This is an optimization exercise on Yosys and OpenROAD, whose aim is small area, a short achievable clock period and few clock cycles per item, not a production implementation. Function was not checked in any run shown here: the RTL went through the layout flow alone.

==> flow/design.v, too long to show whole: its modules and the start of the top module <==
// module hlp_crc: 10128 lines
// module hlp_crc_x2: 7 lines
module hlp_crc (
    input  wire         clk,
    input  wire         rst,
    input  wire         req_valid,
    output wire         req_ready,
    input  wire [63:0]  req_b,
    input  wire [9:0]   req_tag,
    input  wire [255:0] req_data,
    output wire         rsp_valid,
    input  wire         rsp_ready,
    output wire [63:0]  rsp_data,
    output wire [9:0]   rsp_tag
);
  // ...
==> flow/run.sh <==
#!/bin/bash
# synth_recipe.tcl (not shown) runs the flow's synth.tcl, then flattens the netlist and writes it again
# the make line also repeats each setting of config.mk as NAME=value (left out here)
make -C /OpenROAD-flow-scripts/flow DESIGN_CONFIG=/design/flow/config.mk WORK_HOME=/design/flow/orfs CLKGATE_MAP_FILE= SYNTH_SCRIPT=/design/flow/synth_recipe.tcl finish
==> flow/config.mk <==
export PLATFORM = sky130hd
export DESIGN_NAME = hlp_crc
export DESIGN_NICKNAME = hlp_crc
export VERILOG_FILES = /design/flow/design.v
export SDC_FILE = /design/flow/constraint.sdc
export NUM_CORES = 4
export LEC_CHECK = 0
export CAP_MARGIN = 10
export CORE_MARGIN = 2
export CORE_UTILIZATION = 45
export PLACE_DENSITY = 0.6
export SLEW_MARGIN = 10
export SYNTH_HIERARCHICAL = 1
export SYNTH_MINIMUM_KEEP_SIZE = 0
==> flow/constraint.sdc <==
create_clock -name core_clock -period 80.0 [get_ports {clk}]
set_input_delay 16.0000 -clock core_clock [delete_from_list [all_inputs] [get_ports {clk}]]
set_output_delay 16.0000 -clock core_clock [all_outputs]
set_load 0.01 [all_outputs]
==> impl_metrics.toml, run 1 <==
[clocking]
clock_path_buffers = 3
cts_post_setup_buffers_inserted = 0
cts_htree_levels = 2
postCtsResizedCells = 0
cts-buffers-inserted = 42
post_cts_hold_buffer_count = 0
clk_root_buffer_cell = "sky130_fd_sc_hd__clkbuf_16"
clock_sinks = 461

[placed_design]
gpl.final_weighted_congestion = 1.75
detailed_place_hpwl_um = 550000
numPortBuffers = 367
post-place-ws_ps = 61670
dpl-instance-area_um2 = 91200
post-place-cells = 12200

[floorplan]
ios = 410
rows = 152
starting_utilization_of_the_core_area = 0.454
die_height_um = 420
chipWidth_um = 420

[status]
result_of_the_run = "stopped before the end"
first_logged_error_message = "[ERROR GRT-0116] Global routing finished with congestion. Check the congestion regions in the DRC Viewer."
stage_where_the_flow_stopped = "5_1_grt"

[logic_synthesis]
main_combinational_cell_family_by_area_after_synthesis = "XOR/XNOR gates"
synthSimpleGateAreaFrac = 0.0875
synth_fa_ha_area_frac = 0.00176
synthMuxAreaShare = 0.0961
synth_edf_count = 142
synth_top_area_cell = "sky130_fd_sc_hd__xor2_1"
ys_dominant_reg_cell = "sky130_fd_sc_hd__dfxtp_1"
yosysWarnings = 7
synth_commonest_cells = "sky130_fd_sc_hd__xor2_1 (4,929), sky130_fd_sc_hd__mux2i_1 (658), sky130_fd_sc_hd__nand2_1 (654)"
ys_seq_area_frac = 0.137
ys_ff_latch = 461
portion_of_synthesized_cell_area_occupied_by_the_leading_cell_type = 0.554
synthArstFlopShare = 0
synthesis.instances = 9146
netlist_area_um2 = 78000
top_count_cell_post_synth = "sky130_fd_sc_hd__xor2_1"
synthDistinctLibCells = 113
synth.avg_cell_area_um2 = 8.53
synth.area.top_cells = "sky130_fd_sc_hd__xor2_1 (55%), sky130_fd_sc_hd__mux2i_1 (8.4%), sky130_fd_sc_hd__dfxtp_1 (8.2%)"
synth-xor-area-share = 0.562
synth_compound_gate_area_share = 0.0914

[global_route]
pin_count_of_the_biggest_net_entering_global_routing = 165
==> run 2: changes to the inputs <==
--- a/flow/design.v
+++ b/flow/design.v
@@ -9,38 +9,36 @@
     output wire         rsp_valid,
     input  wire         rsp_ready,
     output wire [63:0]  rsp_data,
     output wire [9:0]   rsp_tag
 );
     localparam [63:0] ERR_BAD_ARG = 64'h8000_0010_0000_0009;
     reg         tk_q;
     reg  [255:0] d_q;
-    reg  [9:0]  n_q;         
-    reg         nhi_q;       
     reg  [2:0]  bp_q;        
     reg         bc_q;
     reg  [31:0] bv_q;
     reg  [9:0]  bt_q;
+    reg         fst_q;       
+    reg         lst_q;       
+    reg  [4:0]  sh_q;        
+    reg         bad0_q;      
+    reg         rx_q;        
+    reg  [9:0]  rxr_q;       
     reg         rdy_q;
-    reg         act_q;       
-    reg  [9:0]  rem_q;       
     reg  [31:0] s_q;         
     reg  [2:0]  prof_q;
     reg         bad_q;
     reg  [9:0]  tag_q;
-    reg         spend_q;     
-    reg         rv_q;
+    reg         pend_q;      
+    reg         rv_q;        
     reg  [31:0] r_q;         
     reg         rbad_q;
     reg  [9:0]  rtag_q;
-    reg         pv_q;
-    reg  [31:0] p_q;
-    reg         pbad_q;
-    reg  [9:0]  ptag_q;
     function [5:0] p_width(input [2:0] p);
         case (p)
             3'd2, 3'd3: p_width = 6'd16;
             3'd4:       p_width = 6'd24;
             3'd5:       p_width = 6'd8;
             default:    p_width = 6'd32;
         endcase
     endfunction
@@ -76,42 +74,41 @@
             3'd2, 3'd3: p_cls = 5'b00100;
             3'd4:       p_cls = 5'b01000;
             3'd5:       p_cls = 5'b10000;
             default:    p_cls = 5'b00000;
         endcase
     endfunction
     assign req_ready = rdy_q;
     wire        take    = req_valid && rdy_q;
-    wire        first   = !act_q;
-    wire        n_bad   = nhi_q || (n_q == 10'd0) || (n_q[9] && (n_q[8:0] != 9'd0));
-    wire [2:0]  prof    = first ? bp_q : prof_q;
-    wire        bad     = first ? (n_bad || (bp_q == 3'd7)) : bad_q;
-    wire [9:0]  tag     = first ? bt_q : tag_q;
-    wire [9:0]  rem     = first ? n_q : rem_q;
-    wire        last    = first ? (n_bad || (n_q <= 10'd32)) : (rem_q <= 10'd32);
-    wire [4:0]  sh      = last ? (5'd0 - rem[4:0]) : 5'd0;    
+    wire [15:0] n_in    = req_b[15:0];
+    wire        n_bad   = (n_in == 16'd0) || (n_in > 16'd512);
+    wire [9:0]  rem0    = rx_q ? rxr_q : n_in[9:0];
+    wire        last0   = rx_q ? (rxr_q <= 10'd32) : (n_bad || (n_in <= 16'd32));
+    wire [2:0]  prof    = fst_q ? bp_q : prof_q;
+    wire        bad     = fst_q ? bad0_q : bad_q;
+    wire [9:0]  tag     = fst_q ? bt_q : tag_q;
     wire [5:0]  w_b     = p_width(bp_q);
     wire [31:0] prev_b  = (bv_q & wmask(w_b)) ^ (p_xorout(bp_q) & wmask(w_b));
     wire [31:0] start_x = bc_q ? prev_b : p_init(bp_q);
     wire [31:0] start_r = p_refl(bp_q) ? rev32(start_x) : (start_x << (6'd32 - w_b));
-    wire [31:0] s_in    = first ? start_r : s_q;
+    wire [31:0] s_in    = fst_q ? start_r : s_q;
     wire        refl    = p_refl(prof);
     reg  [255:0] t;
     integer     k, m;
     always @(*) begin
         for (k = 0; k < 32; k = k + 1)
             for (m = 0; m < 8; m = m + 1)
                 t[8 * (31 - k) + m] = refl ? d_q[8 * k + 7 - m] : d_q[8 * k + m];
         t[255:224] = t[255:224] ^ s_in;
     end
-    wire [255:0] u      = t >> {sh, 3'b000};
-    wire [31:0] u_lo    = (sh == 5'd31) ? {s_in[23:0], 8'd0} :
-                          (sh == 5'd30) ? {s_in[15:0], 16'd0} :
-                          (sh == 5'd29) ? {s_in[7:0], 24'd0} : 32'd0;
+    wire [255:0] u      = t >> {sh_q, 3'b000};
+    wire [31:0] u_lo    = (sh_q == 5'd31) ? {s_in[23:0], 8'd0} :
+                          (sh_q == 5'd30) ? {s_in[15:0], 16'd0} :
+                          (sh_q == 5'd29) ? {s_in[7:0], 24'd0} : 32'd0;
     wire [4:0]  cls     = p_cls(prof);
     wire [31:0] y;
     wire [31:0] s_nx    = y ^ u_lo;
     wire x256;
     hlp_crc_x2 g_x256 (.a(u[227]), .b(u[228]), .y(x256));
     wire x257;
     hlp_crc_x2 g_x257 (.a(u[113]), .b(u[156]), .y(x257));
     wire x258;
@@ -10059,75 +10056,68 @@
     hlp_crc_x2 g_xt3111 (.a(ya31_0), .b(ya31_1), .y(xt3111));
     wire xt3112;
     hlp_crc_x2 g_xt3112 (.a(ya31_2), .b(ya31_3), .y(xt3112));
     wire xt3113;
     hlp_crc_x2 g_xt3113 (.a(xt3111), .b(xt3112), .y(xt3113));
     wire xt3114;
     hlp_crc_x2 g_xt3114 (.a(xt3113), .b(ya31_4), .y(xt3114));
     assign y[31] = xt3114;
-    wire        done    = tk_q && last;           
-    wire        nres    = done || spend_q;        
-    wire        r_free  = !rv_q || rsp_ready;
-    wire [31:0] f_s     = spend_q ? s_q : s_nx;
-    wire [2:0]  f_p     = spend_q ? prof_q : prof;
-    wire        f_bad   = spend_q ? bad_q : bad;
-    wire [9:0]  f_tag   = spend_q ? tag_q : tag;
+    wire        rsp_take = rv_q && rsp_ready;
+    wire        r_free   = !rv_q || rsp_ready;
+    wire        done     = tk_q && lst_q;
+    wire        to_r     = (done || pend_q) && r_free;
+    wire [31:0] f_s     = pend_q ? s_q : s_nx;
+    wire [2:0]  f_p     = pend_q ? prof_q : prof;
+    wire        f_bad   = pend_q ? bad_q : bad;
+    wire [9:0]  f_tag   = pend_q ? tag_q : tag;
     wire [5:0]  w_f     = p_width(f_p);
     wire [31:0] out_raw = p_refl(f_p) ? rev32(f_s) : (f_s >> (6'd32 - w_f));
     wire [31:0] out_crc = (out_raw ^ p_xorout(f_p)) & wmask(w_f);
-    wire [31:0] f_dat   = f_bad ? 32'h0000_0009 : out_crc;
     assign rsp_valid = rv_q;
     assign rsp_tag   = rtag_q;
     assign rsp_data  = {rbad_q, 26'd0, rbad_q, 4'd0, r_q};
-    wire        r_ld    = r_free && (pv_q || nres);
-    wire        p_ld    = nres && (r_free ? pv_q : !pv_q);
-    wire        rv_nx   = r_ld || !r_free;
-    wire        pv_nx   = r_free ? (pv_q && nres) : (pv_q || nres);
-    wire        spend_nx = nres && !r_free && pv_q;
+    wire        rv_nx   = to_r || (rv_q && !rsp_ready);
+    wire        pend_nx = (done && !r_free) || (pend_q && !r_free);
     always @(posedge clk) begin
         d_q    <= req_data;
-        n_q    <= req_b[9:0];
-        nhi_q  <= (req_b[15:10] != 6'd0);
         bp_q   <= req_b[18:16];
         bc_q   <= req_b[19];
         bv_q   <= req_b[63:32];
         bt_q   <= req_tag;
+        fst_q  <= !rx_q;
+        lst_q  <= last0;
+        sh_q   <= last0 ? (5'd0 - rem0[4:0]) : 5'd0;
+        bad0_q <= n_bad || (req_b[18:16] == 3'd7);
         if (tk_q) begin
             s_q    <= s_nx;
             prof_q <= prof;
             bad_q  <= bad;
             tag_q  <= tag;
-            rem_q  <= rem - 10'd32;
         end
-        if (r_ld) begin
-            r_q    <= pv_q ? p_q : f_dat;
-            rbad_q <= pv_q ? pbad_q : f_bad;
-            rtag_q <= pv_q ? ptag_q : f_tag;
-        end
-        if (p_ld) begin
-            p_q    <= f_dat;
-            pbad_q <= f_bad;
-            ptag_q <= f_tag;
+        if (to_r) begin
+            r_q    <= f_bad ? 32'h0000_0009 : out_crc;
+            rbad_q <= f_bad;
+            rtag_q <= f_tag;
         end
         if (rst) begin
-            tk_q    <= 1'b0;
-            rdy_q   <= 1'b1;
-            act_q   <= 1'b0;
-            spend_q <= 1'b0;
-            rv_q    <= 1'b0;
-            pv_q    <= 1'b0;
+            tk_q   <= 1'b0;
+            rx_q   <= 1'b0;
+            rdy_q  <= 1'b1;
+            pend_q <= 1'b0;
+            rv_q   <= 1'b0;
         end else begin
-            tk_q    <= take;
-            if (tk_q)
-                act_q <= !last;
-            spend_q <= spend_nx;
-            rv_q    <= rv_nx;
-            pv_q    <= pv_nx;
-            rdy_q   <= !pv_nx && !spend_nx;
+            tk_q   <= take;
+            if (take) begin
+                rx_q  <= !last0;
+                rxr_q <= rem0 - 10'd32;
+            end
+            pend_q <= pend_nx;
+            rv_q   <= rv_nx;
+            rdy_q  <= !pend_nx && !(take && last0 && rv_nx);
         end
     end
 endmodule
 module hlp_crc_x2 (
     input  wire a,
     input  wire b,
     output wire y
 );
==> flow/config.mk (replaced) <==
export PLATFORM = sky130hd
export DESIGN_NAME = hlp_crc
export DESIGN_NICKNAME = hlp_crc
export VERILOG_FILES = /design/flow/design.v
export SDC_FILE = /design/flow/constraint.sdc
export NUM_CORES = 4
export LEC_CHECK = 0
export CAP_MARGIN = 20
export CORE_MARGIN = 2
export CORE_UTILIZATION = 25
export PLACE_DENSITY = 0.4
export SLEW_MARGIN = 20
export SYNTH_HIERARCHICAL = 1
export SYNTH_MINIMUM_KEEP_SIZE = 0
==> run 2 against run 1 <==
Synthesized cell count shrank 5.6%. Synthesized area shrank 3.6%. The layout now fails its checks (max-capacitance violations, max-slew violations).
==> impl_metrics.toml, run 2 <==
[setup_path]
required_worst_endpoint_ps = 80540
critical_path.endpoint_type = "flip-flop"
critPathLaunchType = "input pin"
reg2regPathDepth = 36
crit_start = "req_b[4]"
worst-setup-path-type = "in -> reg"
worstSetupEndpoint = "sh_q[1]$_SDFF_PP0_"
critPathMaxFanout = 7
worstReg2RegEnd = "r_q[3]$_SDFFCE_PP1P_"
r2r_startpoint = "bp_q[1]$_DFF_P_"
worst-endpoint-arrival_ps = 18500

[placed_design]
gpl.final_weighted_congestion = 1.38
detailed_place_hpwl_um = 760000
post-place-ws_ps = 61440
numPortBuffers = 367

[cells_and_area]
registers.top_by_ff_count = "d_q"
multi_input_gate_area_um2 = 70600
largest_register_ffs = 256
postLayoutCoreUtil = 0.325
register_area_um2 = 9310
layout_commonest_cell = "sky130_fd_sc_hd__xor2_1"
syn2layout_area_growth_pct = 29.7
nets = 9997
layout_common_cells = "sky130_fd_sc_hd__xor2_1 (4,430), sky130_fd_sc_hd__buf_4 (891), sky130_fd_sc_hd__mux2i_1 (736)"
layout.filler_cells = 31200
share_of_layout_cells_above_drive_strength_1 = 0.184

[timing]
period_needed_ps = 17960
setup_total_negative_slack_ps = 0
final_min_period_over_clock_period = 0.224
fin_ws_ps = 62040
setup_viol = 0
timing_worst_slew_pin_value_ps = 1570
hold_viol_final = 0
clock_skew_ps = 35.6
rsz0062_at_grt = "false"
slew_headroom = -0.0506
timing.final.max_slew_violations = 3
achievable_frequency_mhz = 55.7

[clocking]
postCtsResizedCells = 0
tritoncts = "yes"
clock_sinks = 414
cts_post_setup_buffers_inserted = 0
clk-insertion-delay-late_ps = 650
cts_htree_levels = 2
post_cts_hold_buffer_count = 0
cts-buffers-inserted = 38
clk_transition_reported_paths_ps = 70
clk_root_buffer_cell = "sky130_fd_sc_hd__clkbuf_16"
clock_path_buffers = 3

[detailed_routing]
wire_length_on_met1_um = 334000
ant_nets = 0
dr.first_iter.drc_count = 18100
top_sig_layer = "met5"
num_vias = 89200
detail_route.drc_violations = 0
detailroute.wirelength.met3_um = 160000
drt-total-wl_um = 924000
drt-pass1-iter-count = 8
met2_wirelength_um = 317000
route.detailed.wl_per_inst_um = 67.2
viasPerCell = 6.49

[logic_synthesis]
ys_dominant_reg_cell = "sky130_fd_sc_hd__dfxtp_1"
synth_edf_count = 99
netlist_area_um2 = 75200
ys_seq_area_frac = 0.123
synth_top_area_cell = "sky130_fd_sc_hd__xor2_1"
synth.avg_cell_area_um2 = 8.71
top_count_cell_post_synth = "sky130_fd_sc_hd__xor2_1"
synth_commonest_cells = "sky130_fd_sc_hd__xor2_1 (4,936), sky130_fd_sc_hd__mux2i_1 (736), sky130_fd_sc_hd__dfxtp_1 (315)"
portion_of_synthesized_cell_area_occupied_by_the_leading_cell_type = 0.575
ys_ff_latch = 414
synth.area.top_cells = "sky130_fd_sc_hd__xor2_1 (58%), sky130_fd_sc_hd__mux2i_1 (9.8%), sky130_fd_sc_hd__dfxtp_1 (8.4%)"
synthArstFlopShare = 0
synthDistinctLibCells = 107
yosysWarnings = 7
synthesis.instances = 8634

[floorplan]
rows = 201
chipWidth_um = 552
ios = 410
placeableCoreArea_um2 = 300000
die_height_um = 552
die_area_um2 = 305000
starting_utilization_of_the_core_area = 0.251

[global_route]
overflow_left_after_global_routing = 0
grtUsageTotal = 0.580
grt_antenna_before_repair = 79
first_global_vias = 76300
first_pass_grt_wire_length_um = 1080000
pin_count_of_the_biggest_net_entering_global_routing = 121

[status]
check-failures = "max-capacitance violations, max-slew violations"
result_of_the_run = "finished with violations"

[worst_hold_path]
worstHoldStart = "rdy_q$_SDFF_PP1_"
worstHoldPathType = "reg -> reg"

[run]
max-cap-violations = 3
## run 2: how the worst min path moves through the flow
stage,cells after the start,end
2_1_floorplan,2,rx_q$_SDFFE_PP0P_
3_3_place_gp,2,rx_q$_SDFFE_PP0P_
3_5_place_dp,2,rx_q$_SDFFE_PP0P_
4_1_cts,2,rx_q$_SDFFE_PP0P_
5_1_grt,2,rx_q$_SDFFE_PP0P_
6_report,2,rx_q$_SDFFE_PP0P_
## run 2: metrics by stage
stage                     cells  hold WS, ps  instance area [um2]
after global routing      13700          528                97400
after global placement    13500          496                94000
after floorplan            8663          494                75300
after CTS                 13600          506                96000
after detailed placement  13500          488                94700
final                     13700          507                97500
## run 2: worst max-delay path: stages
cell                              delay (ps)
sky130_fd_sc_hd__clkdlybuf4s50_1         450
sky130_fd_sc_hd__nor3_1                  200
sky130_fd_sc_hd__nand2_1                 100
sky130_fd_sc_hd__nor4b_1                 490
sky130_fd_sc_hd__a21oi_1                 140
sky130_fd_sc_hd__o31ai_1                 760
sky130_fd_sc_hd__inv_1                   150
sky130_fd_sc_hd__and2_1                  200
## run 2: cells by family after synthesis
kind of cell | Yosys count | share of synthesized area
compound gates | 979 | 0.0898
xor+xnor | 4972 | 0.579
fa+ha+maj | 11 | 0.00183
buf+inv | 377 | 0.0219
flops | 414 | 0.123
mux | 829 | 0.116
other cells | 1 | 0.0000499
simple gates | 1051 | 0.0683
## run 2: cell type report
| type | count | share of cell area |
|---|---|---|
| Multi-Input combinational cell | 7872 | 0.724 |
| Timing Repair Buffer | 1290 | 0.112 |
| Sequential cell | 414 | 0.0954 |
| Tap cell | 3958 | 0.0508 |
| Clock buffer | 51 | 0.0111 |
| Antenna cell | 109 | 0.00280 |
| Clock inverter | 15 | 0.00219 |
| Inverter | 36 | 0.00162 |
## run 2: metal layers
metal,vias up,track usage
li1,30500,-
met1,44600,0.627
met2,10600,0.694
met3,3319,0.443
met4,107,0.511
met5,-,0.229
## run 2: modules after synthesis, one instance, submodules excluded
| module | copies in the design | cells |
|---|---|---|
| hlp_crc_x2 | 4905 | 1 |
| hlp_crc | 1 | 3729 |

## what the ideal ports hide
No port has a modelled driver above. Below, the same layout with a new extraction and two added sets of constraints.
Step 1: set_driving_cell puts a clkbuf_16 on clk and a buf_2 on each other input, an assumption about the parent block.
Step 2, shift: input delay + t, output delay - t, t = (earliest + latest rising clock arrival at the registers) / 2. This alone moves slack from input paths to output paths.
Three values: ideal, step 1, step 2; two values: the first two.
run: run 2
t (ns): 0.732
slack for setup (ns): 62.042 / 62.113 / 61.381
cell pins on the clock port's net: 1
The setup slack of run 2 moves by +0.071 ns with the drivers and by -0.661 ns with both steps.
